What follows belongs to an exercise in optimizing a design on an open flow for small area, a short achievable clock period and few clock cycles per item; a production flow would make more cautious choices.
RTL that was checked went through simulation tests only; none was proved equivalent to the original.
Function not checked in runs 1 and 2: the RTL went through the layout flow alone.
Power is estimated from default activity; no workload was simulated.

==> design/flow/design.v <==
module desc_intake (
    input  wire        clk,
    input  wire        rst,
    input  wire [1:0]  variant,      
    input  wire        in_valid,
    output wire        in_ready,
    input  wire [31:0] in_data,
    input  wire [5:0]  in_ring,
    input  wire [63:0] in_now,
    input  wire        rel_valid,
    input  wire [6:0]  rel_slot,
    output reg         out_valid,
    input  wire        out_ready,
    output reg         out_accept,
    output reg  [7:0]  out_status,
    output reg  [31:0] out_result,
    output reg  [15:0] out_tag,
    output reg  [15:0] out_opcode,
    output reg  [5:0]  out_ring
);
    localparam [7:0] ST_DEADLINE_MISSED = 8'h03;
    localparam [7:0] ST_BAD_OPCODE      = 8'h10;
    localparam [7:0] ST_BAD_PARAM       = 8'h11;
    localparam [7:0] ST_BAD_CHECK       = 8'h12;
    localparam [7:0] ST_TAG_BUSY        = 8'h13;
    localparam [7:0] ST_UNIT_ABSENT     = 8'h14;
    localparam [31:0] SIXTY_S_LO = 32'hF847_5800;    
    localparam [31:0] SIXTY_S_HI = 32'h0000_000D;
    reg         in_ready_q;
    reg  [3:0]  word;         
    reg         v_q;          
    reg  [31:0] d_q;
    reg  [31:0] n_q;          
    reg  [5:0]  ring_q;
    wire take = in_valid && in_ready_q;
    assign in_ready = in_ready_q;
    reg  [15:0] st;           
    reg  [1:0]  variant_q;
    wire w0  = st[0];
    wire w1  = st[1];
    wire w14 = st[14];
    wire w15 = st[15];
    wire wp  = |st[13:6];     
    reg  [15:0] op_q;
    reg  [15:0] tag_q;
    reg  [2:0]  kind_q;       
    reg         kind_lo_q;    
    reg  [31:0] nb1_q, nb2_q;    
    reg         known_q;
    reg         rsv_q;
    reg         target_q;
    reg         absent_q;
    reg         xc_q, xv31_q, yc_q;     
    reg         a_q;                    
    reg         z_lo_q;
    reg         time_q, late_q;
    reg         self_q;
    reg         busy_q;
    reg  [3:0]  gen_q;
    reg  [31:0] crc_q;
    reg         crc_ok_q;
    wire [31:0] x = crc_q ^ d_q;
    wire [31:0] crc_next;
    assign crc_next[0] = (((((x[1] ^ x[2]) ^ x[4]) ^ (x[5] ^ x[6])) ^ ((x[7] ^ x[9]) ^ (x[11] ^ x[14]))) ^ ((((x[15] ^ x[16]) ^ x[20]) ^ (x[23] ^ x[24])) ^ ((x[25] ^ x[26]) ^ (x[27] ^ x[28]))));
    assign crc_next[1] = (((((x[2] ^ x[3]) ^ x[5]) ^ (x[6] ^ x[7])) ^ ((x[8] ^ x[10]) ^ (x[12] ^ x[15]))) ^ ((((x[16] ^ x[17]) ^ x[21]) ^ (x[24] ^ x[25])) ^ ((x[26] ^ x[27]) ^ (x[28] ^ x[29]))));
    assign crc_next[2] = (((((x[3] ^ x[4]) ^ x[6]) ^ (x[7] ^ x[8])) ^ ((x[9] ^ x[11]) ^ (x[13] ^ x[16]))) ^ ((((x[17] ^ x[18]) ^ x[22]) ^ (x[25] ^ x[26])) ^ ((x[27] ^ x[28]) ^ (x[29] ^ x[30]))));
    assign crc_next[3] = (((((x[0] ^ x[4]) ^ x[5]) ^ (x[7] ^ x[8])) ^ (((x[9] ^ x[10]) ^ x[12]) ^ (x[14] ^ x[17]))) ^ ((((x[18] ^ x[19]) ^ x[23]) ^ (x[26] ^ x[27])) ^ ((x[28] ^ x[29]) ^ (x[30] ^ x[31]))));
    assign crc_next[4] = (((((x[0] ^ x[2]) ^ x[4]) ^ (x[7] ^ x[8])) ^ ((x[10] ^ x[13]) ^ (x[14] ^ x[16]))) ^ (((x[18] ^ x[19]) ^ (x[23] ^ x[25])) ^ ((x[26] ^ x[29]) ^ (x[30] ^ x[31]))));
    assign crc_next[5] = ((((x[0] ^ x[2]) ^ (x[3] ^ x[4])) ^ ((x[6] ^ x[7]) ^ (x[8] ^ x[16]))) ^ (((x[17] ^ x[19]) ^ (x[23] ^ x[25])) ^ ((x[28] ^ x[30]) ^ x[31])));
    assign crc_next[6] = ((((x[2] ^ x[3]) ^ (x[6] ^ x[8])) ^ ((x[11] ^ x[14]) ^ (x[15] ^ x[16]))) ^ (((x[17] ^ x[18]) ^ (x[23] ^ x[25])) ^ ((x[27] ^ x[28]) ^ (x[29] ^ x[31]))));
    assign crc_next[7] = (((((x[0] ^ x[1]) ^ x[2]) ^ (x[3] ^ x[5])) ^ ((x[6] ^ x[11]) ^ (x[12] ^ x[14]))) ^ ((((x[17] ^ x[18]) ^ x[19]) ^ (x[20] ^ x[23])) ^ ((x[25] ^ x[27]) ^ (x[29] ^ x[30]))));
    assign crc_next[8] = (((((x[1] ^ x[2]) ^ x[3]) ^ (x[4] ^ x[6])) ^ ((x[7] ^ x[12]) ^ (x[13] ^ x[15]))) ^ ((((x[18] ^ x[19]) ^ x[20]) ^ (x[21] ^ x[24])) ^ ((x[26] ^ x[28]) ^ (x[30] ^ x[31]))));
    assign crc_next[9] = (((((x[0] ^ x[1]) ^ x[3]) ^ (x[6] ^ x[8])) ^ ((x[9] ^ x[11]) ^ (x[13] ^ x[15]))) ^ ((((x[19] ^ x[21]) ^ x[22]) ^ (x[23] ^ x[24])) ^ ((x[26] ^ x[28]) ^ (x[29] ^ x[31]))));
    assign crc_next[10] = ((((x[5] ^ x[6]) ^ x[10]) ^ ((x[11] ^ x[12]) ^ x[15])) ^ (((x[22] ^ x[26]) ^ x[28]) ^ (x[29] ^ x[30])));
    assign crc_next[11] = ((((x[0] ^ x[6]) ^ x[7]) ^ ((x[11] ^ x[12]) ^ x[13])) ^ (((x[16] ^ x[23]) ^ x[27]) ^ ((x[29] ^ x[30]) ^ x[31])));
    assign crc_next[12] = (((((x[2] ^ x[4]) ^ x[5]) ^ (x[6] ^ x[8])) ^ (((x[9] ^ x[11]) ^ x[12]) ^ (x[13] ^ x[15]))) ^ ((((x[16] ^ x[17]) ^ x[20]) ^ (x[23] ^ x[25])) ^ ((x[26] ^ x[27]) ^ (x[30] ^ x[31]))));
    assign crc_next[13] = (((((x[0] ^ x[1]) ^ x[2]) ^ (x[3] ^ x[4])) ^ ((x[10] ^ x[11]) ^ (x[12] ^ x[13]))) ^ (((x[15] ^ x[17]) ^ (x[18] ^ x[20])) ^ ((x[21] ^ x[23]) ^ (x[25] ^ x[31]))));
    assign crc_next[14] = ((((x[3] ^ x[6]) ^ (x[7] ^ x[9])) ^ ((x[12] ^ x[13]) ^ (x[15] ^ x[18]))) ^ (((x[19] ^ x[20]) ^ (x[21] ^ x[22])) ^ ((x[23] ^ x[25]) ^ (x[27] ^ x[28]))));
    assign crc_next[15] = (((((x[0] ^ x[4]) ^ x[7]) ^ (x[8] ^ x[10])) ^ ((x[13] ^ x[14]) ^ (x[16] ^ x[19]))) ^ (((x[20] ^ x[21]) ^ (x[22] ^ x[23])) ^ ((x[24] ^ x[26]) ^ (x[28] ^ x[29]))));
    assign crc_next[16] = (((((x[0] ^ x[1]) ^ x[5]) ^ (x[8] ^ x[9])) ^ ((x[11] ^ x[14]) ^ (x[15] ^ x[17]))) ^ ((((x[20] ^ x[21]) ^ x[22]) ^ (x[23] ^ x[24])) ^ ((x[25] ^ x[27]) ^ (x[29] ^ x[30]))));
    assign crc_next[17] = (((((x[1] ^ x[2]) ^ x[6]) ^ (x[9] ^ x[10])) ^ ((x[12] ^ x[15]) ^ (x[16] ^ x[18]))) ^ ((((x[21] ^ x[22]) ^ x[23]) ^ (x[24] ^ x[25])) ^ ((x[26] ^ x[28]) ^ (x[30] ^ x[31]))));
    assign crc_next[18] = (((((x[0] ^ x[1]) ^ x[3]) ^ (x[4] ^ x[5])) ^ ((x[6] ^ x[9]) ^ (x[10] ^ x[13]))) ^ ((((x[14] ^ x[15]) ^ x[17]) ^ (x[19] ^ x[20])) ^ ((x[22] ^ x[28]) ^ (x[29] ^ x[31]))));
    assign crc_next[19] = ((((x[9] ^ x[10]) ^ x[18]) ^ ((x[21] ^ x[24]) ^ x[25])) ^ (((x[26] ^ x[27]) ^ x[28]) ^ (x[29] ^ x[30])));
    assign crc_next[20] = ((((x[10] ^ x[11]) ^ x[19]) ^ ((x[22] ^ x[25]) ^ x[26])) ^ (((x[27] ^ x[28]) ^ x[29]) ^ (x[30] ^ x[31])));
    assign crc_next[21] = ((((x[1] ^ x[2]) ^ (x[4] ^ x[5])) ^ ((x[6] ^ x[7]) ^ (x[9] ^ x[12]))) ^ (((x[14] ^ x[15]) ^ (x[16] ^ x[24])) ^ ((x[25] ^ x[29]) ^ (x[30] ^ x[31]))));
    assign crc_next[22] = (((((x[0] ^ x[1]) ^ x[3]) ^ (x[4] ^ x[8])) ^ ((x[9] ^ x[10]) ^ (x[11] ^ x[13]))) ^ ((((x[14] ^ x[17]) ^ x[20]) ^ (x[23] ^ x[24])) ^ ((x[27] ^ x[28]) ^ (x[30] ^ x[31]))));
    assign crc_next[23] = ((((x[6] ^ x[7]) ^ (x[10] ^ x[12])) ^ ((x[16] ^ x[18]) ^ x[20])) ^ (((x[21] ^ x[23]) ^ x[26]) ^ ((x[27] ^ x[29]) ^ x[31])));
    assign crc_next[24] = (((((x[0] ^ x[1]) ^ x[2]) ^ ((x[4] ^ x[5]) ^ x[6])) ^ (((x[8] ^ x[9]) ^ x[13]) ^ (x[14] ^ x[15]))) ^ ((((x[16] ^ x[17]) ^ x[19]) ^ (x[20] ^ x[21])) ^ (((x[22] ^ x[23]) ^ x[25]) ^ (x[26] ^ x[30]))));
    assign crc_next[25] = (((((x[1] ^ x[2]) ^ x[3]) ^ ((x[5] ^ x[6]) ^ x[7])) ^ (((x[9] ^ x[10]) ^ x[14]) ^ (x[15] ^ x[16]))) ^ ((((x[17] ^ x[18]) ^ x[20]) ^ (x[21] ^ x[22])) ^ (((x[23] ^ x[24]) ^ x[26]) ^ (x[27] ^ x[31]))));
    assign crc_next[26] = ((((x[0] ^ x[1]) ^ (x[3] ^ x[5])) ^ ((x[8] ^ x[9]) ^ (x[10] ^ x[14]))) ^ (((x[17] ^ x[18]) ^ (x[19] ^ x[20])) ^ ((x[21] ^ x[22]) ^ x[26])));
    assign crc_next[27] = ((((x[0] ^ x[1]) ^ (x[2] ^ x[4])) ^ ((x[6] ^ x[9]) ^ (x[10] ^ x[11]))) ^ (((x[15] ^ x[18]) ^ (x[19] ^ x[20])) ^ ((x[21] ^ x[22]) ^ (x[23] ^ x[27]))));
    assign crc_next[28] = (((((x[0] ^ x[1]) ^ x[2]) ^ (x[3] ^ x[5])) ^ ((x[7] ^ x[10]) ^ (x[11] ^ x[12]))) ^ (((x[16] ^ x[19]) ^ (x[20] ^ x[21])) ^ ((x[22] ^ x[23]) ^ (x[24] ^ x[28]))));
    assign crc_next[29] = (((((x[1] ^ x[2]) ^ x[3]) ^ (x[4] ^ x[6])) ^ ((x[8] ^ x[11]) ^ (x[12] ^ x[13]))) ^ (((x[17] ^ x[20]) ^ (x[21] ^ x[22])) ^ ((x[23] ^ x[24]) ^ (x[25] ^ x[29]))));
    assign crc_next[30] = (((((x[0] ^ x[2]) ^ x[3]) ^ (x[4] ^ x[5])) ^ ((x[7] ^ x[9]) ^ (x[12] ^ x[13]))) ^ ((((x[14] ^ x[18]) ^ x[21]) ^ (x[22] ^ x[23])) ^ ((x[24] ^ x[25]) ^ (x[26] ^ x[30]))));
    assign crc_next[31] = (((((x[0] ^ x[1]) ^ x[3]) ^ (x[4] ^ x[5])) ^ (((x[6] ^ x[8]) ^ x[10]) ^ (x[13] ^ x[14]))) ^ ((((x[15] ^ x[19]) ^ x[22]) ^ (x[23] ^ x[24])) ^ ((x[25] ^ x[26]) ^ (x[27] ^ x[31]))));
    reg          op_known;
    reg  [7:0]   op_kinds;
    reg  [4:0]   op_pid;
    always @* begin
        op_known = 1'b0;
        op_kinds = 8'h00;
        op_pid   = 5'd1;
        case (op_q)
          16'h0101: begin op_known = 1'b1; op_kinds = 8'h01; op_pid = 5'd0; end  
          16'h0102: begin op_known = 1'b1; op_kinds = 8'h01; op_pid = 5'd1; end  
          16'h0103: begin op_known = 1'b1; op_kinds = 8'h01; op_pid = 5'd2; end  
          16'h0104: begin op_known = 1'b1; op_kinds = 8'h01; op_pid = 5'd3; end  
          16'h0110: begin op_known = 1'b1; op_kinds = 8'h20; op_pid = 5'd4; end  
          16'h0111: begin op_known = 1'b1; op_kinds = 8'h20; op_pid = 5'd1; end  
          16'h0112: begin op_known = 1'b1; op_kinds = 8'h20; op_pid = 5'd1; end  
          16'h0113: begin op_known = 1'b1; op_kinds = 8'h40; op_pid = 5'd5; end  
          16'h0201: begin op_known = 1'b1; op_kinds = 8'h02; op_pid = 5'd6; end  
          16'h0202: begin op_known = 1'b1; op_kinds = 8'h02; op_pid = 5'd1; end  
          16'h0203: begin op_known = 1'b1; op_kinds = 8'h02; op_pid = 5'd0; end  
          16'h0204: begin op_known = 1'b1; op_kinds = 8'h02; op_pid = 5'd1; end  
          16'h0205: begin op_known = 1'b1; op_kinds = 8'h02; op_pid = 5'd0; end  
          16'h0301: begin op_known = 1'b1; op_kinds = 8'h08; op_pid = 5'd1; end  
          16'h0302: begin op_known = 1'b1; op_kinds = 8'h08; op_pid = 5'd1; end  
          16'h0303: begin op_known = 1'b1; op_kinds = 8'h08; op_pid = 5'd1; end  
          16'h0401: begin op_known = 1'b1; op_kinds = 8'h10; op_pid = 5'd6; end  
          16'h0402: begin op_known = 1'b1; op_kinds = 8'h01; op_pid = 5'd1; end  
          16'h0403: begin op_known = 1'b1; op_kinds = 8'h01; op_pid = 5'd7; end  
          16'h0404: begin op_known = 1'b1; op_kinds = 8'h01; op_pid = 5'd1; end  
          16'h0501: begin op_known = 1'b1; op_kinds = 8'h01; op_pid = 5'd8; end  
          16'h0502: begin op_known = 1'b1; op_kinds = 8'h01; op_pid = 5'd1; end  
          16'h0503: begin op_known = 1'b1; op_kinds = 8'h01; op_pid = 5'd1; end  
          16'h0504: begin op_known = 1'b1; op_kinds = 8'h01; op_pid = 5'd9; end  
          16'h0601: begin op_known = 1'b1; op_kinds = 8'h01; op_pid = 5'd6; end  
          16'h0602: begin op_known = 1'b1; op_kinds = 8'h01; op_pid = 5'd1; end  
          16'h0603: begin op_known = 1'b1; op_kinds = 8'h01; op_pid = 5'd1; end  
          16'h0604: begin op_known = 1'b1; op_kinds = 8'h01; op_pid = 5'd10; end  
          16'h0701: begin op_known = 1'b1; op_kinds = 8'h02; op_pid = 5'd11; end  
          16'h0702: begin op_known = 1'b1; op_kinds = 8'h02; op_pid = 5'd1; end  
          16'h0801: begin op_known = 1'b1; op_kinds = 8'h01; op_pid = 5'd0; end  
          16'h0901: begin op_known = 1'b1; op_kinds = 8'h01; op_pid = 5'd12; end  
          16'h0902: begin op_known = 1'b1; op_kinds = 8'h01; op_pid = 5'd0; end  
          16'h0903: begin op_known = 1'b1; op_kinds = 8'h01; op_pid = 5'd13; end  
          16'h0A01: begin op_known = 1'b1; op_kinds = 8'h01; op_pid = 5'd14; end  
          16'h0A02: begin op_known = 1'b1; op_kinds = 8'h01; op_pid = 5'd9; end  
          16'h0B01: begin op_known = 1'b1; op_kinds = 8'h01; op_pid = 5'd1; end  
          16'h0B02: begin op_known = 1'b1; op_kinds = 8'h01; op_pid = 5'd1; end  
          16'h0C01: begin op_known = 1'b1; op_kinds = 8'h80; op_pid = 5'd0; end  
          16'h0C02: begin op_known = 1'b1; op_kinds = 8'h80; op_pid = 5'd15; end  
          16'h0C03: begin op_known = 1'b1; op_kinds = 8'h01; op_pid = 5'd6; end  
          16'h0D01: begin op_known = 1'b1; op_kinds = 8'h01; op_pid = 5'd3; end  
          16'h0D02: begin op_known = 1'b1; op_kinds = 8'h0B; op_pid = 5'd16; end  
          16'h0D03: begin op_known = 1'b1; op_kinds = 8'h01; op_pid = 5'd1; end  
            default: ;
        endcase
    end
    reg  [4:0]   pid_q;
    wire [255:0] pid_pmask =
        ({256{pid_q == 5'd0}} & 256'h00000000000000000000000000000000000000000000000000000000FFFFFFFF) |
        ({256{pid_q == 5'd1}} & 256'h0000000000000000000000000000000000000000000000000000000000000000) |
        ({256{pid_q == 5'd2}} & 256'h000000000000000000000000000000000000000000000000FFFFFFFFFFFFFFFF) |
        ({256{pid_q == 5'd3}} & 256'h00000000000000000000000000000000FFFFFFFFFFFFFFFF00000000FFFFFFFF) |
        ({256{pid_q == 5'd4}} & 256'h000000000000000000000000000000000001FFFF3F3FFF01FFFFFFFFFFFFFFFF) |
        ({256{pid_q == 5'd5}} & 256'h0000000000000000000000000000000000000003FFFFFFFFFFFFFFFFFFFFFFFF) |
        ({256{pid_q == 5'd6}} & 256'h000000000000000000000000000000000000000000000000000000000000FFFF) |
        ({256{pid_q == 5'd7}} & 256'h0000000000000000000000000000000000000000000000000000FFFFFFFF000F) |
        ({256{pid_q == 5'd8}} & 256'h0000000000000000000000000000000000000000000000000000FFFFFFFFFFFF) |
        ({256{pid_q == 5'd9}} & 256'h00000000000000000000000000000000000000000000000000000000000000FF) |
        ({256{pid_q == 5'd10}} & 256'h00000000000000000000000000000000000000000000000000000000FFFF00FF) |
        ({256{pid_q == 5'd11}} & 256'h00000000000000000000000000000000FFFFFFFFFFFFFFFFFFFFFFFFFFFFFFFF) |
        ({256{pid_q == 5'd12}} & 256'h00000000000000000000000000000000FFFFFFFFFFFFFFFF0000FFFFFFFFFFFF) |
        ({256{pid_q == 5'd13}} & 256'h000000000000000000000000FFFFFFFFFFFFFFFFFFFFFFFFFFFFFFFF000000FF) |
        ({256{pid_q == 5'd14}} & 256'h000000000000000000000000000000000000000000000000FFFFFFFFFFFF00FF) |
        ({256{pid_q == 5'd15}} & 256'h000000000000000000000000000000FFFFFFFFFFFFFFFFFFFFFFFFFFFFFFFFFF) |
        ({256{pid_q == 5'd16}} & 256'h000000000000000000000000000000000000000000000000FFFFFFFF000000FF);
    reg  [31:0] pmask_w;
    integer     j;
    always @* begin
        pmask_w = 32'd0;
        for (j = 0; j < 8; j = j + 1)
            if (st[6 + j])
                pmask_w = pmask_w | pid_pmask[j*32 +: 32];
    end
    wire [15:0] idx = d_q[31:16];
    reg  [7:0] kind_max;
    always @* begin
        case (kind_q)
            3'd0: kind_max = 8'd0;
            3'd1: kind_max = 8'd15;
            3'd2: kind_max = 8'd31;
            3'd3: kind_max = 8'd23;
            3'd4: kind_max = 8'd3;
            3'd5: kind_max = 8'd63;
            default: kind_max = 8'd7;
        endcase
    end
    wire target_err = !op_kinds[kind_q] || (idx > {8'd0, kind_max});
    reg        has_path, has_gauge, has_tdm, has_down;
    reg  [5:0] n_rails, n_phases, n_switches;
    always @* begin
        case (variant_q)
            2'd0:    begin has_path = 1'b1; has_gauge = 1'b1; has_tdm = 1'b1; has_down = 1'b1;
                           n_rails = 6'd16; n_phases = 6'd32; n_switches = 6'd24; end
            2'd1:    begin has_path = 1'b0; has_gauge = 1'b0; has_tdm = 1'b1; has_down = 1'b1;
                           n_rails = 6'd16; n_phases = 6'd24; n_switches = 6'd24; end
            default: begin has_path = 1'b0; has_gauge = 1'b0; has_tdm = 1'b0; has_down = 1'b0;
                           n_rails = 6'd8;  n_phases = 6'd16; n_switches = 6'd12; end
        endcase
    end
    reg absent;
    always @* begin
        if (op_q[15:8] == 8'h05)
            absent = !has_path;
        else if (op_q[15:8] == 8'h06)
            absent = !has_gauge;
        else if (op_q[15:8] == 8'h0B)
            absent = !has_tdm;
        else if (op_q == 16'h0C01 || op_q == 16'h0C02)
            absent = !has_down;
        else if (kind_lo_q && kind_q == 3'd1)
            absent = idx >= {10'd0, n_rails};
        else if (kind_lo_q && kind_q == 3'd2)
            absent = idx >= {10'd0, n_phases};
        else if (kind_lo_q && kind_q == 3'd3)
            absent = idx >= {10'd0, n_switches};
        else
            absent = 1'b0;
    end
    function carry32(input [31:0] a, input [31:0] b, input ci);
        reg [31:0] g, p;
        integer i, l;
        begin
            g = a & b;
            p = a | b;
            for (l = 1; l < 32; l = l * 2)
                for (i = 0; i < 32; i = i + 2 * l) begin
                    g[i + 2*l - 1] = g[i + 2*l - 1] | (p[i + 2*l - 1] & g[i + l - 1]);
                    p[i + 2*l - 1] = p[i + 2*l - 1] & p[i + l - 1];
                end
            carry32 = g[31] | (p[31] & ci);
        end
    endfunction
    wire [31:0] xk = st[2] ? ~SIXTY_S_LO : st[3] ? ~SIXTY_S_HI : 32'hFFFFFFFF;
    wire [31:0] xu = d_q ^ ~n_q ^ xk;
    wire [31:0] xv = (d_q & ~n_q) | (d_q & xk) | (~n_q & xk);
    wire        x_lo = carry32(xu, {xv[30:0], 1'b1}, st[4]);    
    wire        x_hi = xv[31] && carry32(xu, {xv[30:0], xv31_q}, xc_q);
    wire        y_lo = carry32(nb2_q, ~d_q, 1'b0);
    wire        y_hi = carry32(nb2_q, ~d_q, yc_q);
    wire        dl_set = !(z_lo_q && (d_q == 32'd0));
    wire after_bad = d_q[31] ? ((d_q & 32'h7FFFF080) != 32'd0) : (d_q[30:0] != 31'd0);
    wire prm_bad   = known_q && ((d_q & ~pmask_w) != 32'd0);
    always @(posedge clk) begin
        d_q <= in_data;
        n_q <= word[0] ? in_now[63:32] : in_now[31:0];
        if (take && word == 4'd15)
            ring_q <= in_ring;
        if (rst || w15)
            crc_q <= 32'hFFFFFFFF;
        else if (v_q)
            crc_q <= crc_next;
        if (w15)
            crc_ok_q <= (crc_q == ~d_q);
        if (w0) begin
            op_q      <= d_q[15:0];
            kind_q    <= d_q[26:24];
            kind_lo_q <= (d_q[31:27] == 5'd0);
            rsv_q     <= (d_q[23:18] != 6'd0) || (d_q[31:27] != 5'd0);
        end
        if (w1) begin
            tag_q    <= d_q[15:0];
            known_q  <= op_known;
            pid_q    <= op_pid;
            target_q <= target_err;
            absent_q <= absent;
            if ((d_q[15:12] != 4'd0) || d_q[7])
                rsv_q <= 1'b1;
        end
        if (st[2] || st[4]) begin
            xc_q   <= x_lo;
            xv31_q <= xv[31];
        end
        if (st[2] || st[3])
            nb1_q <= d_q;
        if (st[3] || st[4])
            nb2_q <= nb1_q;
        if (st[3])
            a_q <= x_hi;
        if (st[4]) begin
            yc_q   <= y_lo;
            z_lo_q <= d_q == 32'd0;
        end
        if (st[5]) begin
            time_q <= a_q || (dl_set && y_hi);
            late_q <= dl_set && !x_hi;
        end
        if (wp && prm_bad)
            rsv_q <= 1'b1;
        if (w14) begin
            self_q <= d_q[31] && (d_q[6:0] == tag_q[6:0]);
            if (after_bad)
                rsv_q <= 1'b1;
        end
    end
    reg  [127:0] slot_busy;
    reg          rel_q;
    reg  [6:0]   rel_slot_q;
    reg  [511:0] gring;
    reg  [2:0]   p;
    reg          pw_v;        
    reg          acc_q;       
    wire [6:0] pw_slot = out_tag[6:0];
    wire [3:0] pw_gen  = out_tag[11:8];
    reg  pend;        
    reg  vr;          
    wire load = vr && !out_valid;
        wire admin_err = (op_q[15:8] == 8'h01) && (ring_q != 6'd0);
    reg        v_accept;
    reg  [7:0] v_status;
    reg [31:0] v_result;
    always @* begin
        v_accept = 1'b0;
        v_status = 8'h00;
        v_result = 32'd0;
        if (!crc_ok_q)
            v_status = ST_BAD_CHECK;
        else if (rsv_q) begin
            v_status = ST_BAD_PARAM; v_result = 32'h8000_0001;
        end else if (!known_q)
            v_status = ST_BAD_OPCODE;
        else if (admin_err) begin
            v_status = ST_BAD_PARAM; v_result = 32'h8000_0005;
        end else if (busy_q) begin
            v_status = ST_TAG_BUSY;  v_result = {16'd0, 4'd0, gen_q, 1'b0, tag_q[6:0]};
        end else if (time_q) begin
            v_status = ST_BAD_PARAM; v_result = 32'h8000_0002;
        end else if (late_q)
            v_status = ST_DEADLINE_MISSED;
        else if (self_q) begin
            v_status = ST_BAD_PARAM; v_result = 32'h8000_0003;
        end else if (target_q) begin
            v_status = ST_BAD_PARAM; v_result = 32'h8000_0004;
        end else if (absent_q)
            v_status = ST_UNIT_ABSENT;
        else
            v_accept = 1'b1;
    end
    wire [3:0] word_n      = take ? word + 4'd1 : word;
    wire       pend_n      = (take && word == 4'd15) || (pend && !load);
    wire       out_valid_n = load || (out_valid && !out_ready);
    always @(posedge clk) begin
        if (rst) begin
            word       <= 4'd0;
            v_q        <= 1'b0;
            st         <= 16'd0;
            pend       <= 1'b0;
            vr         <= 1'b0;
            out_valid  <= 1'b0;
            in_ready_q <= 1'b1;
            rel_q      <= 1'b0;
            acc_q      <= 1'b0;
            p          <= 3'd0;
        end else begin
            word       <= word_n;
            v_q        <= take;
            st         <= take ? (16'd1 << word) : 16'd0;
            pend       <= pend_n;
            vr         <= w15 || (vr && !load);
            out_valid  <= out_valid_n;
            in_ready_q <= !(word_n == 4'd0 && pend_n && out_valid_n);
            rel_q      <= rel_valid;
            acc_q      <= load && v_accept;
            p          <= p + 3'd1;
        end
        rel_slot_q <= rel_slot;
        variant_q  <= variant;
    end
    always @(posedge clk) begin
        if (load) begin
            out_accept <= v_accept;
            out_status <= v_status;
            out_result <= v_result;
            out_tag    <= tag_q;
            out_opcode <= op_q;
            out_ring   <= ring_q;
        end
    end
    integer s;
    always @(posedge clk) begin
        if (take && word == 4'd15)
            busy_q <= slot_busy[tag_q[6:0]] && !(rel_q && rel_slot_q == tag_q[6:0]);
        if (rst) begin
            slot_busy <= 128'd0;
        end else begin
            for (s = 0; s < 128; s = s + 1) begin
                if (acc_q && pw_slot == s[6:0])
                    slot_busy[s] <= 1'b1;
                else if (rel_q && rel_slot_q == s[6:0])
                    slot_busy[s] <= 1'b0;
            end
        end
    end
    integer r;
    always @(posedge clk) begin
        for (r = 0; r < 16; r = r + 1) begin
            gring[r*32 +: 28] <= gring[r*32 + 4 +: 28];
            if (pw_v && pw_slot == {p, r[3:0]})
                gring[r*32 + 28 +: 4] <= pw_gen;
            else
                gring[r*32 + 28 +: 4] <= gring[r*32 +: 4];
        end
        if (load && v_accept)
            pw_v <= 1'b1;
        else if (pw_slot[6:4] == p)
            pw_v <= 1'b0;
        if (p == tag_q[6:4]) begin
            if (pw_v && pw_slot == tag_q[6:0])
                gen_q <= pw_gen;
            else
                gen_q <= gring[{tag_q[3:0], 5'd0} +: 4];
        end
    end
endmodule
==> design/flow/run.sh <==
#!/bin/bash
# synth_recipe.tcl (not shown) runs the flow's synth.tcl, then flattens the netlist and writes it again
# the make line also repeats each setting of config.mk as NAME=value (left out here)
make -C /OpenROAD-flow-scripts/flow DESIGN_CONFIG=/design/flow/config.mk WORK_HOME=/design/flow/orfs CLKGATE_MAP_FILE= SYNTH_SCRIPT=/design/flow/synth_recipe.tcl finish
==> design/flow/config.mk <==
export PLATFORM = sky130hd
export DESIGN_NAME = desc_intake
export DESIGN_NICKNAME = desc_intake
export VERILOG_FILES = /design/flow/design.v
export SDC_FILE = /design/flow/constraint.sdc
export NUM_CORES = 4
export LEC_CHECK = 0
export CAP_MARGIN = 20
export CORE_MARGIN = 2
export CORE_UTILIZATION = 40
export PLACE_DENSITY = 0.6
export SETUP_SLACK_MARGIN = 4.0
export SLEW_MARGIN = 20
==> design/flow/constraint.sdc <==
create_clock -name core_clock -period 7.0 [get_ports {clk}]
set_input_delay 1.4000 -clock core_clock [delete_from_list [all_inputs] [get_ports {clk}]]
set_output_delay 1.4000 -clock core_clock [all_outputs]
set_load 0.01 [all_outputs]
==> impl_metrics.env, run 1 <==
export IMPL_chipWidth_um=297.3
export IMPL_holdPathEnd="gring[367]"
export IMPL_min_path_cells=0
export IMPL_hp_class="reg -> reg"
export IMPL_synth_edf_count=183
export IMPL_die_area_um2=88390
export IMPL_synthArstFlopShare=0
export IMPL_yosys_warnings=1
export IMPL_reg2reg_depth=7
export IMPL_crit_path_end_kind="flop"
export IMPL_vdd_ir_drop_max_uv=244.9
export IMPL_layout_min_cycle_time_ns=2.957
export IMPL_layout_common_cells="dfxtp_1, xnor2_1, nand2_1"
export IMPL_hold_start="gring[371]"
export IMPL_tightestPinTransition_ns=1.204
export IMPL_start_util=0.4041
export IMPL_critical_path_slowest_cell="nor3_1"
export IMPL_core_area_um2=85150
export IMPL_regToRegSetupSlack_ns=4.04
export IMPL_cts_root_buf="clkbuf_16"
export IMPL_grt_ovfl_total=0
export IMPL_synth_ff_type="dfxtp_1"
export IMPL_fill_cells=7587
export IMPL_yosys_area_top_type="dfxtp_1"
export IMPL_setup_violations_final=0
export IMPL_r2r_start="op_q[15]"
export IMPL_ys_ff_latch=960
export IMPL_tns_ns=0
export IMPL_wl_per_cell_um=21.07
export IMPL_vias=22080
export IMPL_cts_sink_count=960
export IMPL_grt_use_total=0.2016
export IMPL_htreeDepth=3
export IMPL_final_common_cell="dfxtp_1"
export IMPL_status="timing/DRC/antenna clean"
export IMPL_fin_skew_ns=0.05688
export IMPL_drtIter0Drc=2030
export IMPL_crit_required_ns=7.37
export IMPL_grt_pass1_vias=22280
export IMPL_vias_per_cell=5.170
export IMPL_leakage_nw=15.19
export IMPL_numPortBuffers=172
export IMPL_critical_path_class="reg -> reg"
export IMPL_grt_max_degree=95
export IMPL_slew_violations=0
export IMPL_final_hold_viol_count=0
export IMPL_critPathMaxFanout=6
export IMPL_wirelength_um=89970
export IMPL_drc=0
export IMPL_critPathMaxStageDelay_ns=0.67
export IMPL_dpl_hpwl_um=62270
export IMPL_syn2layout_area_growth_pct=19.09
export IMPL_cts_buffers_inserted=94
export IMPL_yosysSeqAreaShare=0.6117
export IMPL_worst_skew_pair_late_latency_ns=0.69
export IMPL_min_period_over_period=0.4224
export IMPL_crit_path_start_kind="flop"
export IMPL_syn_inst=2844
export IMPL_die_height_um=297.3
export IMPL_clkTransAtPathRegs_ns=0.06
export IMPL_antenna_found_initial=2
export IMPL_grt_pass1_wl_um=136700
export IMPL_worst_slack_ns=4.043
export IMPL_powerDensity_nw_per_um2=383.1
export IMPL_path_cells="or4_1 -> nor3_1 -> o211ai_1 -> o31ai_1 -> a31oi_1 -> o2111ai_1 -> o221ai_1"
export IMPL_dp_slack_ns=3.473
export IMPL_gp_congestion=0.9306
export IMPL_max_cap_violations=0
export IMPL_timing_rr_end="target_q"
export IMPL_cts_buffer_depth=3
export IMPL_max_freq_mhz=338.2
export IMPL_final_nets=3231
export IMPL_crit_arrival_ns=3.32
export IMPL_slew_headroom=0.1973
export IMPL_yosys_top_cells_area="dfxtp_1, edfxtp_1, xnor2_1"
export IMPL_syn_cell_area_um2=34410
export IMPL_first_pass_iters=6
export IMPL_netlist_area_leader_share=0.4520
export IMPL_rows=107
export IMPL_ant_nets=0
export IMPL_synth_area_per_cell_um2=12.10
export IMPL_yosysUniqueCellTypes=82
export IMPL_rsz0062_at_grt="yes"
export IMPL_cts_tree="built"
export IMPL_io_pins=197
export IMPL_drive_gt1_frac=0.1382
## critical path, delay by kind of cell, from the launching register on
family,cells,cell delay (ns)
flops,1,0.49
simple gates,2,1.27
compound gates,5,0.90
## cell type report
class | instances | area [um2] | area share
sequential | 960 | 21070 | 0.5142
multi-input combinational | 1674 | 12650 | 0.3087
clock buffer | 132 | 2719 | 0.06635
timing repair buffer | 223 | 2120 | 0.05172
tap | 1144 | 1431 | 0.03493
clock inverter | 40 | 624.3 | 0.01524
inverter | 96 | 364.1 | 0.008885
antenna | 1 | 2.502 | 0.00006106
## metrics by stage
step,power (mW),std cells,hold slack (ns),util,instance area (um2)
floorplan,9.492,2867,0.3096,-,34500
global placement,10.46,4079,0.3096,0.4378,37280
detailed placement,10.43,4079,0.3121,0.4379,37280
CTS,15.75,4258,0.2752,0.4785,40740
global route,16.39,4269,0.2901,0.4813,40980
finish,15.70,4270,0.2839,0.4813,40980
## logic make-up (layout without fill, tap and decap cells)
group	after synthesis	in the layout	synth area share
other	1	25	0.0001090
muxes	168	168	0.07505
xor gates and xnor gates	312	312	0.08941
AOI/OAI and AO/OA	479	479	0.07934
and+or+nand+nor	617	617	0.08635
adders and majority gates	74	74	0.02960
DFF	960	960	0.6117
buffers and inverters	233	491	0.02843
## worst max-delay path by stage
| stage | slack (ns) | from | cells after the start | end |
|---|---|---|---|---|
| detailed placement | 3.47 | in_valid | 6 | in_ready_q |
| global placement | 3.50 | in_valid | 6 | in_ready_q |
| global route | 3.83 | op_q[15] | 7 | target_q |
| finish | 4.04 | op_q[15] | 7 | target_q |
| CTS | 3.83 | out_tag[8] | 1 | out_tag[8] |
| floorplan | 4.23 | st[2] | 9 | xc_q |
## Yosys cell counts, types with 15 or more instances
master and instances:
xnor2_1 227, nand4_1 30, xor2_1 51, xnor2_2 16
o21ai_0 181, mux2_2 100, o22ai_1 16, edfxtp_1 183
fa_1 15, buf_4 24, nand2_1 212, nor2_1 122
nand3_1 44, nor2b_1 35, a21oi_1 185, and3_1 26
nand2b_1 28, inv_1 95, dfxtp_1 777, mux4_2 62
ha_1 51, nor3_1 51, clkbuf_1 97
## metal layers
metal,up-vias,GRT usage,wire length (um)
met1,10710,0.2813,39960
met2,918,0.3071,39670
met4,2,0.07985,3374
met5,-,0,16
li1,10260,-,-
met3,188,0.04119,6945
## sequential cells by signal, indices dropped and copies added (netlist names), 5 cells and up
name        cells
crc_q          32
d_q            32
gring         512
n_q            32
nb1_q          32
nb2_q          32
op_q           16
out_opcode     16
out_result     12
out_ring        6
out_tag        16
pid_q           5
rel_slot_q      7
ring_q          6
slot_busy     128
st             16
tag_q          16
## repair_timing
action	4_1_cts	5_1_grt
setup buffers	7	11
endpoints found under the setup margin	66	28
resized for setup	59	30
hold buffers	0	0
## power breakdown
part           total [mW]  switching [mW]  internal (mW)
Sequential           5.89           0.146           5.75
Clock                5.27            2.19           3.09
Combinational        4.53            2.29           2.24
Total                15.7            4.62           11.1
==> inputs of run 2 (changes only) <==
--- a/design/flow/config.mk
+++ b/design/flow/config.mk
@@ -9,5 +9,4 @@
 export CORE_MARGIN = 2
 export CORE_UTILIZATION = 40
 export PLACE_DENSITY = 0.6
-export SETUP_SLACK_MARGIN = 4.0
 export SLEW_MARGIN = 20
==> run 2 against run 1 <==
Critical path depth is 6 lower; non-clock buffer count is 18 lower; global-route usage shrank 0.11 points; largest power group unchanged; flip-flop and latch count did not move; synthesized area unchanged; via count barely moved; die area did not move.
==> impl_metrics.env, run 2 <==
export IMPL_numPortBuffers=172
export IMPL_min_period_over_period=0.5082
export IMPL_layout_common_cells="dfxtp_1, xnor2_1, nand2_1"
export IMPL_grt_max_degree=95
export IMPL_crit_required_ns=5.60
export IMPL_vias_per_cell=5.191
export IMPL_grt_pass1_vias=22220
export IMPL_setup_violations_final=0
export IMPL_gp_congestion=0.9306
export IMPL_layout_min_cycle_time_ns=3.557
export IMPL_regMostFlops="gring"
export IMPL_critPathMaxStageDelay_ns=0.80
export IMPL_chipWidth_um=297.3
export IMPL_cp_num_buf_inv=1
export IMPL_cts_buffers_inserted=94
export IMPL_grt_ovfl_total=0
export IMPL_grt_pass1_wl_um=136300
export IMPL_drive_gt1_frac=0.1242
export IMPL_slew_headroom=0.2128
export IMPL_vias=22070
export IMPL_yosys_area_top_type="dfxtp_1"
export IMPL_cpLargestDelayFamily="flip-flops"
export IMPL_max_freq_mhz=281.1
export IMPL_final_nets=3213
export IMPL_largestRegisters="gring: 512 flops, slot_busy: 128 flops"
export IMPL_path_cells="clkdlybuf4s50_1"
export IMPL_syn2layout_area_growth_pct=18.06
export IMPL_ys_ff_latch=960
export IMPL_crit_path_start_kind="flop"
export IMPL_critical_path_slowest_cell="edfxtp_1"
export IMPL_final_util=0.4771
export IMPL_fin_skew_ns=0.05715
export IMPL_leakage_nw=14.97
export IMPL_dp_slack_ns=3.473
export IMPL_vdd_ir_drop_max_uv=245.0
export IMPL_dpl_hpwl_um=62270
export IMPL_yosys_warnings=1
export IMPL_synth_ff_type="dfxtp_1"
export IMPL_yosys_top_cells_area="dfxtp_1, edfxtp_1, xnor2_1"
export IMPL_cts_tree="built"
export IMPL_powerDensity_nw_per_um2=385.3
export IMPL_tns_ns=0
export IMPL_worst_skew_pair_late_latency_ns=0.69
export IMPL_synth_top_cells_by_count="dfxtp_1, xnor2_1, nand2_1, a21oi_1, edfxtp_1"
export IMPL_tightestPinTransition_ns=1.181
export IMPL_cts_sink_count=960
export IMPL_cts_hold_fix_buffers=0
export IMPL_wl_per_cell_um=21.07
export IMPL_first_pass_iters=5
export IMPL_wirelength_um=89550
export IMPL_crit_arrival_ns=2.16
export IMPL_antenna_found_initial=1
export IMPL_n_antenna_cell=0
export IMPL_core_area_um2=85150
export IMPL_yosysUniqueCellTypes=82
export IMPL_die_area_um2=88390
export IMPL_synthArstFlopShare=0
export IMPL_synth_most_common_cell="dfxtp_1"
export IMPL_worst_slack_ns=3.443
export IMPL_cts_resized=0
export IMPL_final_common_cell="dfxtp_1"
export IMPL_rsz0062_at_grt="no"
export IMPL_slew_violations=0
export IMPL_drc=0
export IMPL_htreeDepth=3
export IMPL_synth_area_per_cell_um2=12.10
export IMPL_die_height_um=297.3
export IMPL_clkTransAtPathRegs_ns=0.06
export IMPL_start_util=0.4041
export IMPL_max_cap_violations=0
export IMPL_syn_cell_area_um2=34410
export IMPL_post_cts_setup_buffers=0
export IMPL_critical_path_class="reg -> out"
export IMPL_status="timing/DRC/antenna clean"
export IMPL_netlist_area_leader_share=0.4520
export IMPL_critPathMaxFanout=18
export IMPL_cts_root_buf="clkbuf_16"
export IMPL_rows=107
export IMPL_largest_reg_flops=512
export IMPL_yosysSeqAreaShare=0.6117
export IMPL_drtIter0Drc=2035
export IMPL_final_hold_viol_count=0
export IMPL_ant_nets=0
export IMPL_cts_buffer_depth=3
export IMPL_io_pins=197
export IMPL_syn_inst=2844
export IMPL_grt_use_total=0.2005
export IMPL_hp_class="reg -> reg"
export IMPL_power_mw=15.65
export IMPL_synth_edf_count=183
export IMPL_crit_path_end_kind="primary output"
run 2: cell counts after synthesis:
No cell type changed its count.
run 2: worst paths after layout:
check / startpoint / endpoint / slack, ns / cells after the start
worst max-delay path: out_tag[8] / out_tag[8] / 3.44 / 1
worst min-delay path: gring[371] / gring[367] / 0.29 / 0
worst max register to register: tag_q[1] / busy_q / 3.46 / 6
worst min register to register: gring[371] / gring[367] / 0.29 / 0
run 2: cell type report:
type / instances / area, um2
fill: 7604 / 44520
sequential: 960 / 21050
multi-input combinational: 1674 / 12470
clock buffer: 132 / 2719
timing repair buffer: 205 / 1967
tap: 1144 / 1431
clock inverter: 40 / 624.3
inverter: 96 / 360.3
run 2: logic make-up after synthesis:
kind of cell / Yosys count / synth area share
muxes: 168 / 0.07505
xor gates and xnor gates: 312 / 0.08941
DFF: 960 / 0.6117
other: 1 / 0.0001090
adders and majority gates: 74 / 0.02960
and+or+nand+nor: 617 / 0.08635
AOI/OAI and AO/OA: 479 / 0.07934
buffers and inverters: 233 / 0.02843
run 2: report_power, final:
group	switching (mW)	internal, mW	leakage (nW)
logic	2.29	2.21	5.41
registers	0.135	5.75	7.94
clock network	2.19	3.09	1.62
total	4.61	11.0	15.0
run 2: per-layer routing:
metal	wire, um	vias to the layer above	GRT usage
met1	40210	10740	0.2805
met2	39340	916	0.3045
met5	16	-	0
met4	3477	2	0.08237
li1	-	10220	-
met3	6505	190	0.03944
run 2: metrics by stage:
stage / instance area [um2] / hold slack (ns) / std cells
final: 40630 / 0.2877 / 4251
after global placement: 37280 / 0.3096 / 4079
after floorplan: 34500 / 0.3096 / 2867
after global routing: 40630 / 0.2901 / 4251
after detailed placement: 37280 / 0.3121 / 4079
after CTS: 40630 / 0.2752 / 4251
==> inputs of run 3 (changes only) <==
--- a/design/flow/design.v
+++ b/design/flow/design.v
@@ -48,7 +48,7 @@
     reg  [31:0] nb1_q, nb2_q;    
     reg         known_q;
     reg         rsv_q;
-    reg         target_q;
+    reg         kind_ok_q, idx_gt_q;    
     reg         absent_q;
     reg         xc_q, xv31_q, yc_q;     
     reg         a_q;                    
@@ -188,7 +188,7 @@
             default: kind_max = 8'd7;
         endcase
     end
-    wire target_err = !op_kinds[kind_q] || (idx > {8'd0, kind_max});
+    wire idx_gt = idx > {8'd0, kind_max};
     reg        has_path, has_gauge, has_tdm, has_down;
     reg  [5:0] n_rails, n_phases, n_switches;
     always @* begin
@@ -265,7 +265,8 @@
             tag_q    <= d_q[15:0];
             known_q  <= op_known;
             pid_q    <= op_pid;
-            target_q <= target_err;
+            kind_ok_q <= op_kinds[kind_q];
+            idx_gt_q  <= idx_gt;
             absent_q <= absent;
             if ((d_q[15:12] != 4'd0) || d_q[7])
                 rsv_q <= 1'b1;
@@ -296,15 +297,16 @@
                 rsv_q <= 1'b1;
         end
     end
-    reg  [127:0] slot_busy;
+    reg  [127:0] bring;       
+    reg          sb_q;        
     reg          rel_q;
     reg  [6:0]   rel_slot_q;
     reg  [511:0] gring;
     reg  [2:0]   p;
     reg          pw_v;        
-    reg          acc_q;       
     wire [6:0] pw_slot = out_tag[6:0];
     wire [3:0] pw_gen  = out_tag[11:8];
+    wire       rel_hit = rel_q && rel_slot_q == tag_q[6:0];
     reg  pend;        
     reg  vr;          
     wire load = vr && !out_valid;
@@ -332,7 +334,7 @@
             v_status = ST_DEADLINE_MISSED;
         else if (self_q) begin
             v_status = ST_BAD_PARAM; v_result = 32'h8000_0003;
-        end else if (target_q) begin
+        end else if (!kind_ok_q || idx_gt_q) begin
             v_status = ST_BAD_PARAM; v_result = 32'h8000_0004;
         end else if (absent_q)
             v_status = ST_UNIT_ABSENT;
@@ -352,7 +354,6 @@
             out_valid  <= 1'b0;
             in_ready_q <= 1'b1;
             rel_q      <= 1'b0;
-            acc_q      <= 1'b0;
             p          <= 3'd0;
         end else begin
             word       <= word_n;
@@ -363,7 +364,6 @@
             out_valid  <= out_valid_n;
             in_ready_q <= !(word_n == 4'd0 && pend_n && out_valid_n);
             rel_q      <= rel_valid;
-            acc_q      <= load && v_accept;
             p          <= p + 3'd1;
         end
         rel_slot_q <= rel_slot;
@@ -379,34 +379,37 @@
             out_ring   <= ring_q;
         end
     end
-    integer s;
-    always @(posedge clk) begin
-        if (take && word == 4'd15)
-            busy_q <= slot_busy[tag_q[6:0]] && !(rel_q && rel_slot_q == tag_q[6:0]);
-        if (rst) begin
-            slot_busy <= 128'd0;
-        end else begin
-            for (s = 0; s < 128; s = s + 1) begin
-                if (acc_q && pw_slot == s[6:0])
-                    slot_busy[s] <= 1'b1;
-                else if (rel_q && rel_slot_q == s[6:0])
-                    slot_busy[s] <= 1'b0;
-            end
-        end
-    end
-    integer r;
+    wire [2:0] rel_pos = rel_slot_q[6:4] - p;    
+    integer r, j2;
     always @(posedge clk) begin
         for (r = 0; r < 16; r = r + 1) begin
             gring[r*32 +: 28] <= gring[r*32 + 4 +: 28];
-            if (pw_v && pw_slot == {p, r[3:0]})
+            for (j2 = 0; j2 < 7; j2 = j2 + 1)
+                bring[r*8 + j2] <= bring[r*8 + j2 + 1] &&
+                    !(rst || (rel_q && rel_slot_q[3:0] == r[3:0] && rel_pos == j2[2:0] + 3'd1));
+            if (pw_v && pw_slot == {p, r[3:0]}) begin
                 gring[r*32 + 28 +: 4] <= pw_gen;
-            else
+                bring[r*8 + 7] <= !(rst || (rel_q && rel_slot_q[3:0] == r[3:0] && rel_pos == 3'd0));
+            end else begin
                 gring[r*32 + 28 +: 4] <= gring[r*32 +: 4];
+                bring[r*8 + 7] <= bring[r*8] &&
+                    !(rst || (rel_q && rel_slot_q[3:0] == r[3:0] && rel_pos == 3'd0));
+            end
         end
-        if (load && v_accept)
+        if (rst)
+            pw_v <= 1'b0;
+        else if (load && v_accept)
             pw_v <= 1'b1;
-        else if (pw_slot[6:4] == p)
+        else if (pw_slot[6:4] == p || (rel_q && rel_slot_q == pw_slot))
             pw_v <= 1'b0;
+        if (rst)
+            sb_q <= 1'b0;
+        else if (p == tag_q[6:4])
+            sb_q <= ((pw_v && pw_slot == tag_q[6:0]) || bring[{tag_q[3:0], 3'd0}]) && !rel_hit;
+        else
+            sb_q <= sb_q && !rel_hit;
+        if (take && word == 4'd15)
+            busy_q <= sb_q && !rel_hit;
         if (p == tag_q[6:4]) begin
             if (pw_v && pw_slot == tag_q[6:0])
                 gen_q <= pw_gen;
--- a/design/flow/config.mk
+++ b/design/flow/config.mk
@@ -9,4 +9,5 @@
 export CORE_MARGIN = 2
 export CORE_UTILIZATION = 40
 export PLACE_DENSITY = 0.6
+export SETUP_SLACK_MARGIN = 4.5
 export SLEW_MARGIN = 20
==> run 3 against run 2 <==
Clock power shrank 3%; synthesized area is 3.9% lower; hold slack improved by 0.010 ns; combinational power rose by 9.1%; design area grew 2.2%; largest cell class unchanged; highest routed layer unchanged.
==> impl_metrics.env, run 3 <==
export IMPL_grt_pass1_vias=21100
export IMPL_powerDensity_nw_per_um2=382.8
export IMPL_status="timing/DRC/antenna clean"
export IMPL_worst_skew_pair_late_latency_ns=0.69
export IMPL_synth_edf_count=184
export IMPL_grt_use_total=0.2047
export IMPL_netlist_area_leader_share=0.4702
export IMPL_layout_common_cells="dfxtp_1, xnor2_1, edfxtp_1"
export IMPL_yosys_top_cells_area="dfxtp_1, edfxtp_1, xnor2_1"
export IMPL_yosysSeqAreaShare=0.6372
export IMPL_largest_reg_flops=512
export IMPL_critPathMaxFanout=2
export IMPL_critPathMaxStageDelay_ns=0.51
export IMPL_cts_buffer_depth=3
export IMPL_cp_depth=1
export IMPL_synth_most_common_cell="dfxtp_1"
export IMPL_cts_tree="built"
export IMPL_dp_slack_ns=3.497
export IMPL_n_antenna_cell=0
export IMPL_dpl_hpwl_um=59370
export IMPL_slew_violations=0
export IMPL_path_cells="buf_2"
export IMPL_rows=105
export IMPL_yosys_warnings=1
export IMPL_yosys_area_top_type="dfxtp_1"
export IMPL_min_path_cells=0
export IMPL_worst_slack_ns=4.236
export IMPL_final_common_cell="dfxtp_1"
export IMPL_dp_cells=3811
export IMPL_cts_buffers_inserted=94
export IMPL_synth_area_per_cell_um2=12.64
export IMPL_cts_root_buf="clkbuf_16"
export IMPL_layout_min_cycle_time_ns=2.764
export IMPL_crit_path_start_kind="flop"
export IMPL_clkTransAtPathRegs_ns=0.06
export IMPL_syn_inst=2618
export IMPL_crit_arrival_ns=1.36
export IMPL_crit_required_ns=5.60
export IMPL_seq_power_share=0.370
export IMPL_ys_ff_latch=961
export IMPL_chipWidth_um=291.6
export IMPL_rsz0062_at_grt="yes"
export IMPL_wl_per_cell_um=21.29
export IMPL_p_int_mw=11.15
export IMPL_grt_pass1_wl_um=130700
export IMPL_cts_hold_fix_buffers=0
export IMPL_final_util=0.5064
export IMPL_first_pass_iters=5
export IMPL_grt_ovfl_total=0
export IMPL_holdPathEnd="gring[465]"
export IMPL_regToRegSetupSlack_ns=4.33
export IMPL_vias_per_cell=4.988
export IMPL_numPortBuffers=172
export IMPL_critical_path_class="reg -> out"
export IMPL_final_nets=3164
export IMPL_cp_num_buf_inv=1
export IMPL_leakage_nw=16.02
export IMPL_gp_congestion=0.9321
export IMPL_final_cells=4130
export IMPL_start_util=0.4036
export IMPL_switchingPower_mw=4.743
export IMPL_critical_path_slowest_cell="edfxtp_1"
export IMPL_clock_power_share=0.321
export IMPL_syn2layout_area_growth_pct=25.47
export IMPL_syn_cell_area_um2=33080
export IMPL_grt_max_degree=135
export IMPL_core_area_um2=81980
export IMPL_setup_violations_final=0
export IMPL_yosysUniqueCellTypes=81
export IMPL_io_pins=197
export IMPL_ant_nets=0
export IMPL_sw_frac_of_total=0.2985
export IMPL_largestRegisters="gring: 512 flops, bring: 128 flops"
export IMPL_drtIter0Drc=1407
export IMPL_min_period_over_period=0.3948
export IMPL_synth_top_cells_by_count="dfxtp_1, xnor2_1, edfxtp_1, a21oi_1, nand2b_1"
export IMPL_r2r_start="d_q[22]"
export IMPL_tightestPinTransition_ns=1.067
export IMPL_reg2reg_depth=9
export IMPL_hold_start="gring[469]"
export IMPL_vias=20600
export IMPL_timing_rr_end="late_q"
export IMPL_antenna_found_initial=5
export IMPL_regMostFlops="gring"
export IMPL_drc=0
export IMPL_wirelength_um=87940
export IMPL_power_share_combinational=0.309
export IMPL_max_cap_violations=0
export IMPL_die_area_um2=85030
export IMPL_htreeDepth=3
export IMPL_tns_ns=0
export IMPL_fin_skew_ns=0.08490
export IMPL_synth_ff_type="dfxtp_1"
export IMPL_cts_sink_count=961
export IMPL_synthArstFlopShare=0
export IMPL_die_height_um=291.6
export IMPL_power_mw=15.89
export IMPL_max_freq_mhz=361.8
export IMPL_slew_headroom=0.2835
export IMPL_cpLargestDelayFamily="flip-flops"
export IMPL_crit_path_end_kind="primary output"
export IMPL_vdd_ir_drop_max_uv=217.4
export IMPL_final_hold_viol_count=0
export IMPL_drive_gt1_frac=0.2258
export IMPL_hp_class="reg -> reg"
run 3: cell families after synthesis:
group,count (synthesis),synth area share
flops,961,0.6372
simple gates,562,0.09356
compound gates,365,0.06739
xor+xnor,322,0.09311
buf+inv,208,0.02643
mux,129,0.05227
fa+ha+maj,70,0.02995
other cells,1,0.0001133
run 3: routing by layer:
metal / wire length, um / global-route usage
met3: 4344 / 0.03478
met5: 43 / 0
met1: 38200 / 0.2637
met4: 3343 / 0.09982
met2: 42010 / 0.3343
run 3: power by group through the flow:
stage	logic, mW	registers [mW]	clock network (mW)
global placement	4.41	5.98	0
finish	4.91	5.88	5.10
CTS	4.64	5.88	5.22
floorplan	3.47	5.93	0
global route	5.23	5.89	5.47
detailed placement	4.38	5.99	0
run 3: repair_timing:
action | in CTS | in global routing
setup endpoints to repair | 223 | 256
resized for setup | 398 | 71
buffers inserted | 78 | 64
pin swaps | 29 | 45
run 3: worst max path at each step:
stage,from,end
after CTS,out_tag[9],out_tag[9]
after global placement,in_valid,in_ready_q
after detailed placement,in_valid,in_ready_q
after global routing,out_tag[9],out_tag[9]
final,out_tag[9],out_tag[9]
after floorplan,st[2],a_q
run 3: through the flow:
stage	instance area (um2)	hold slack, ns
global route	41510	0.2966
floorplan	33180	0.3096
global placement	36030	0.3098
finish	41510	0.2979
detailed placement	36030	0.3121
CTS	40500	0.2856
run 3: cell type report:
cell class	instances	area, um2
Clock buffer	133	2711
Inverter	98	381.6
Timing Repair Buffer	353	3050
Sequential cell	961	21160
Tap cell	1070	1339
Multi-Input combinational cell	1472	12330
Fill cell	7137	40470
Clock inverter	43	539.3
Testbench counts of run 3, summed over its fixed seeds: cycles 51,224, items 3,200.
==> inputs of run 4 (changes only) <==
--- a/design/flow/config.mk
+++ b/design/flow/config.mk
@@ -8,6 +8,8 @@
 export CAP_MARGIN = 20
 export CORE_MARGIN = 2
 export CORE_UTILIZATION = 40
+export CTS_CLUSTER_DIAMETER = 100
+export CTS_CLUSTER_SIZE = 30
 export PLACE_DENSITY = 0.6
-export SETUP_SLACK_MARGIN = 4.5
+export SETUP_SLACK_MARGIN = 5
 export SLEW_MARGIN = 20
==> run 4 against run 3 <==
Still clean on timing, DRC and antenna; die area unchanged; final cell count increased by 2.3%; first-iteration DRC count increased by 29%; utilization increased by 4.0 points; clock power decreased by 44%; fmax increased by 1.6%; critical path type unchanged; largest cell class unchanged; highest routed layer unchanged.
==> impl_metrics.env, run 4 <==
export IMPL_crit_required_ns=5.60
export IMPL_first_pass_iters=6
export IMPL_synth_ff_type="dfxtp_1"
export IMPL_tns_ns=0
export IMPL_grt_use_total=0.2096
export IMPL_vias_per_cell=5.158
export IMPL_largest_reg_flops=512
export IMPL_yosys_area_top_type="dfxtp_1"
export IMPL_min_period_over_period=0.3885
export IMPL_start_util=0.4036
export IMPL_path_cells="buf_2"
export IMPL_critical_path_class="reg -> out"
export IMPL_final_common_cell="dfxtp_1"
export IMPL_ant_nets=0
export IMPL_cts_hold_fix_buffers=0
export IMPL_die_area_um2=85030
export IMPL_fin_skew_ns=0.03826
export IMPL_finalHoldWorstSlack_ns=0.3179
export IMPL_grt_pass1_vias=21430
export IMPL_crit_path_end_kind="primary output"
export IMPL_dp_cells=3790
export IMPL_slew_headroom=0.2495
export IMPL_synth_most_common_cell="dfxtp_1"
export IMPL_yosys_top_cells_area="dfxtp_1, edfxtp_1, xnor2_1"
export IMPL_critical_path_slowest_cell="edfxtp_1"
export IMPL_rows=105
export IMPL_layout_min_cycle_time_ns=2.719
export IMPL_numPortBuffers=172
export IMPL_largestRegisters="gring: 512 flops, bring: 128 flops"
export IMPL_cpLargestDelayFamily="flip-flops"
export IMPL_ys_ff_latch=961
export IMPL_critPathMaxFanout=2
export IMPL_drc=0
export IMPL_yosys_warnings=1
export IMPL_worst_skew_pair_late_latency_ns=0.63
export IMPL_dp_slack_ns=3.630
export IMPL_die_height_um=291.6
export IMPL_vias=21780
export IMPL_wirelength_um=94680
export IMPL_cts_tree="built"
export IMPL_synth_edf_count=184
export IMPL_synth_top_cells_by_count="dfxtp_1, xnor2_1, edfxtp_1, a21oi_1, nand2b_1"
export IMPL_crit_arrival_ns=1.32
export IMPL_max_cap_violations=0
export IMPL_hp_class="reg -> reg"
export IMPL_cts_buffer_depth=3
export IMPL_grt_max_degree=89
export IMPL_powerDensity_nw_per_um2=357.4
export IMPL_worst_slack_ns=4.281
export IMPL_finalInstanceArea_um2=44810
export IMPL_syn_cell_area_um2=33080
export IMPL_syn_inst=2618
export IMPL_vdd_ir_drop_max_uv=297.3
export IMPL_rsz0062_at_grt="yes"
export IMPL_slew_violations=0
export IMPL_chipWidth_um=291.6
export IMPL_yosysSeqAreaShare=0.6372
export IMPL_status="timing/DRC/antenna clean"
export IMPL_synth_area_per_cell_um2=12.64
export IMPL_layout_common_cells="dfxtp_1, buf_4, edfxtp_1"
export IMPL_cts_sink_count=961
export IMPL_n_antenna_cell=0
export IMPL_dpl_cell_area_um2=36840
export IMPL_final_cells=4223
export IMPL_crit_path_start_kind="flop"
export IMPL_gp_congestion=0.8891
export IMPL_grt_pass1_wl_um=134900
export IMPL_final_hold_viol_count=0
export IMPL_fill_cells=6587
export IMPL_wl_per_cell_um=22.42
export IMPL_yosysUniqueCellTypes=81
export IMPL_max_freq_mhz=367.8
export IMPL_final_util=0.5466
export IMPL_core_area_um2=81980
export IMPL_syn2layout_area_growth_pct=35.44
export IMPL_antenna_found_initial=1
export IMPL_dpl_hpwl_um=57150
export IMPL_final_nets=3313
export IMPL_regMostFlops="gring"
export IMPL_tightestPinTransition_ns=1.124
export IMPL_drtIter0Drc=1815
export IMPL_cts_root_buf="clkbuf_16"
export IMPL_clkTransAtPathRegs_ns=0.10
export IMPL_setup_violations_final=0
export IMPL_grt_ovfl_total=0
export IMPL_htreeDepth=2
export IMPL_drive_gt1_frac=0.3568
export IMPL_cp_num_buf_inv=1
export IMPL_power_mw=16.02
export IMPL_critPathMaxStageDelay_ns=0.51
export IMPL_synthArstFlopShare=0
export IMPL_io_pins=197
export IMPL_cts_buffers_inserted=40
export IMPL_netlist_area_leader_share=0.4702
export IMPL_leakage_nw=17.05
## run 4: area by class of cell
cell class / instances / area [um2] / area share
clock buffer: 57 / 1086 / 0.02424
tap: 1070 / 1339 / 0.02988
multi-input combinational: 1473 / 15050 / 0.3360
clock inverter: 9 / 187.7 / 0.004188
inverter: 98 / 394.1 / 0.008795
timing repair inverter: 1 / 7.507 / 0.0001675
sequential: 961 / 21220 / 0.4736
timing repair buffer: 554 / 5519 / 0.1232
## run 4: kinds of logic after synthesis
logic type,after synthesis,share of synthesized area
buffers and inverters,208,0.02643
other,1,0.0001133
multiplexers,129,0.05227
AO/OA/AOI/OAI,365,0.06739
AND/OR/NAND/NOR,562,0.09356
XOR/XNOR,322,0.09311
adder cells (fa/ha/maj),70,0.02995
flip-flops,961,0.6372
## run 4: worst paths after layout
kind / from / end / slack [ns] / cells after the start
setup / recovery: out_tag[9] / out_tag[9] / 4.28 / 1
setup reg to reg: op_q[7] / pid_q[0] / 4.31 / 7
hold reg to reg: gring[495] / gring[491] / 0.32 / 0
hold / removal: gring[495] / gring[491] / 0.32 / 0
## run 4: power by group
| part | leakage [nW] | switching (mW) | internal [mW] |
|---|---|---|---|
| Combinational | 8.49 | 3.32 | 3.92 |
| Sequential | 7.96 | 0.164 | 5.74 |
| Clock | 0.602 | 1.73 | 1.15 |
| Total | 17.1 | 5.22 | 10.8 |
## run 4: metal layers
| metal | track usage | up-vias | part of all wire | routed length (um) |
|---|---|---|---|---|
| met2 | 0.3407 | 843 | 0.46 | 43810 |
| met4 | 0.08687 | 2 | 0.053 | 5050 |
| li1 | - | 9963 | - | - |
| met3 | 0.02984 | 231 | 0.058 | 5499 |
| met1 | 0.2813 | 10750 | 0.43 | 40310 |
| met5 | 0 | - | 0.00014 | 13 |
## run 4: timing repair
| item | CTS | global route |
|---|---|---|
| endpoints found under the hold margin | 0 | 0 |
| gates resized for setup | 622 | 321 |
| setup endpoints to repair | 386 | 337 |
| pin swaps | 184 | 179 |
| gates cloned | 7 | 5 |
| setup buffers | 259 | 96 |
==> inputs of run 5 (changes only) <==
--- a/design/flow/config.mk
+++ b/design/flow/config.mk
@@ -11,5 +11,6 @@
 export CTS_CLUSTER_DIAMETER = 100
 export CTS_CLUSTER_SIZE = 30
 export PLACE_DENSITY = 0.6
-export SETUP_SLACK_MARGIN = 5
+export SETUP_SLACK_MARGIN = 4.6
 export SLEW_MARGIN = 20
+export TNS_END_PERCENT = 5
==> run 5 against run 4 <==
Combinational power down 32%; setup slack got worse by 0.034 ns; first-iteration DRC count decreased by 24%; final cell count down 5.7%; critical path type unchanged; largest power group is now sequential cells; highest routed layer is now met4.
==> impl_metrics.env, run 5 <==
export IMPL_status="timing/DRC/antenna clean"
export IMPL_synthArstFlopShare=0
export IMPL_yosysUniqueCellTypes=81
export IMPL_critical_path_slowest_cell="edfxtp_1"
export IMPL_dpl_hpwl_um=59030
export IMPL_yosys_top_cells_area="dfxtp_1, edfxtp_1, xnor2_1"
export IMPL_ys_ff_latch=961
export IMPL_rows=105
export IMPL_critPathMaxStageDelay_ns=0.43
export IMPL_slew_headroom=0.2902
export IMPL_clkTransAtPathRegs_ns=0.11
export IMPL_cts_buffer_depth=3
export IMPL_chipWidth_um=291.6
export IMPL_grt_max_degree=109
export IMPL_setup_violations_final=0
export IMPL_tns_ns=0
export IMPL_cts_root_buf="clkbuf_16"
export IMPL_cts_sink_count=961
export IMPL_cts_buffers_inserted=40
export IMPL_start_util=0.4036
export IMPL_syn_inst=2618
export IMPL_slew_violations=0
export IMPL_vdd_ir_drop_max_uv=221.2
export IMPL_critPathMaxFanout=1
export IMPL_syn2layout_area_growth_pct=18.02
export IMPL_synth_edf_count=184
export IMPL_synth_most_common_cell="dfxtp_1"
export IMPL_final_hold_viol_count=0
export IMPL_final_common_cell="dfxtp_1"
export IMPL_cp_num_buf_inv=1
export IMPL_hp_class="reg -> reg"
export IMPL_drc=0
export IMPL_first_pass_iters=5
export IMPL_cts_tree="built"
export IMPL_crit_path_start_kind="flop"
export IMPL_wirelength_um=84280
export IMPL_regMostFlops="gring"
export IMPL_yosysSeqAreaShare=0.6372
export IMPL_largest_reg_flops=512
export IMPL_grt_ovfl_total=0
export IMPL_path_cells="dlygate4sd2_1"
export IMPL_tightestPinTransition_ns=1.057
export IMPL_final_nets=3073
export IMPL_synth_top_cells_by_count="dfxtp_1, xnor2_1, edfxtp_1, a21oi_1, nand2b_1"
export IMPL_fill_cells=7347
export IMPL_layout_min_cycle_time_ns=2.754
export IMPL_crit_required_ns=5.60
export IMPL_grt_use_total=0.1942
export IMPL_numPortBuffers=172
export IMPL_max_cap_violations=0
export IMPL_ant_nets=0
export IMPL_power_mw=13.65
export IMPL_htreeDepth=2
export IMPL_rsz0062_at_grt="yes"
export IMPL_synth_ff_type="dfxtp_1"
export IMPL_vias_per_cell=5.023
export IMPL_worst_skew_pair_late_latency_ns=0.63
export IMPL_grt_pass1_wl_um=124600
export IMPL_max_freq_mhz=363.1
export IMPL_wl_per_cell_um=21.16
export IMPL_core_area_um2=81980
export IMPL_largestRegisters="gring: 512 flops, bring: 128 flops"
export IMPL_n_antenna_cell=0
export IMPL_synth_area_per_cell_um2=12.64
export IMPL_cpLargestDelayFamily="flip-flops"
export IMPL_vias=20010
export IMPL_crit_arrival_ns=1.35
export IMPL_syn_cell_area_um2=33080
export IMPL_powerDensity_nw_per_um2=349.6
export IMPL_yosys_area_top_type="dfxtp_1"
export IMPL_crit_path_end_kind="primary output"
export IMPL_die_area_um2=85030
export IMPL_fin_skew_ns=0.04652
export IMPL_min_period_over_period=0.3934
export IMPL_io_pins=197
export IMPL_drtIter0Drc=1386
export IMPL_grt_pass1_vias=19830
export IMPL_leakage_nw=14.79
export IMPL_layout_common_cells="dfxtp_1, xnor2_1, edfxtp_1"
export IMPL_die_height_um=291.6
export IMPL_netlist_area_leader_share=0.4702
export IMPL_gp_congestion=0.9444
export IMPL_critical_path_class="reg -> out"
export IMPL_antenna_found_initial=2
export IMPL_yosys_warnings=1
export IMPL_drive_gt1_frac=0.1672
==> run 5: cell count changes in the layout (fill, tap and decap cells not counted), moves of 23 or more <==
cell | previous run | this run
a21oi_1 | 85 | 175
a21oi_2 | 88 | 0
buf_12 | 44 | 5
buf_2 | 47 | 6
buf_4 | 223 | 132
buf_6 | 110 | 10
dlygate4sd2_1 | 1 | 41
inv_1 | 68 | 91
mux2_2 | 55 | 100
mux2_4 | 45 | 0
xnor2_1 | 109 | 204
xnor2_2 | 74 | 26
xnor2_4 | 68 | 21
xor2_1 | 31 | 54
==> run 5: worst paths after layout <==
| path | from | cells after the start | endpoint | slack (ns) |
|---|---|---|---|---|
| setup / recovery | out_result[9] | 1 | out_result[9] | 4.25 |
| hold / removal | gring[377] | 0 | gring[373] | 0.32 |
| setup reg to reg | st[2] | 9 | late_q | 4.27 |
| hold reg to reg | gring[377] | 0 | gring[373] | 0.32 |
==> run 5: cells by family after synthesis <==
group,Yosys count,synth area share
compound gates,365,0.06739
fa+ha+maj,70,0.02995
flops,961,0.6372
other cells,1,0.0001133
xor+xnor,322,0.09311
simple gates,562,0.09356
mux,129,0.05227
buf+inv,208,0.02643
==> run 5: cell type report <==
type / instances / area (um2) / share of cell area
Multi-Input combinational cell: 1472 / 12120 / 0.3103
Timing Repair Buffer: 316 / 2825 / 0.07235
Clock buffer: 56 / 1071 / 0.02743
Sequential cell: 961 / 21150 / 0.5418
Inverter: 98 / 375.4 / 0.009613
Tap cell: 1070 / 1339 / 0.03429
Clock inverter: 10 / 166.4 / 0.004262
==> run 5: metrics by stage <==
stage | instances | instance area, um2 | util | setup slack [ns] | hold WS [ns]
finish | 3983 | 39050 | 0.4763 | 4.246 | 0.3224
global placement | 3809 | 36030 | 0.4395 | 3.531 | 0.3098
floorplan | 2641 | 33200 | - | 4.545 | 0.3096
CTS | 3907 | 37780 | 0.4609 | 4.199 | 0.3180
global route | 3983 | 39050 | 0.4763 | 4.170 | 0.3215
detailed placement | 3809 | 36030 | 0.4395 | 3.503 | 0.3121
==> run 5: where the power goes <==
group          total [mW]  switching (mW)  internal, mW
Clock                2.86            1.72          1.14
Combinational        4.90            2.43          2.47
Sequential           5.89           0.153          5.74
==> run 5: per-layer routing <==
metal	GRT usage	wire length (um)	vias to the layer above
met5	0	0	-
met2	0.3221	39510	554
met1	0.2603	37800	9850
li1	-	-	9483
met4	0.07367	3274	0
met3	0.02360	3692	121
==> run 5: repair_timing <==
action / 4_1_cts / 5_1_grt
hold buffers: 0 / 0
gates resized for setup: 170 / 121
pin swaps: 6 / 48
setup buffers: 32 / 76
endpoints found under the setup margin: 268 / 304
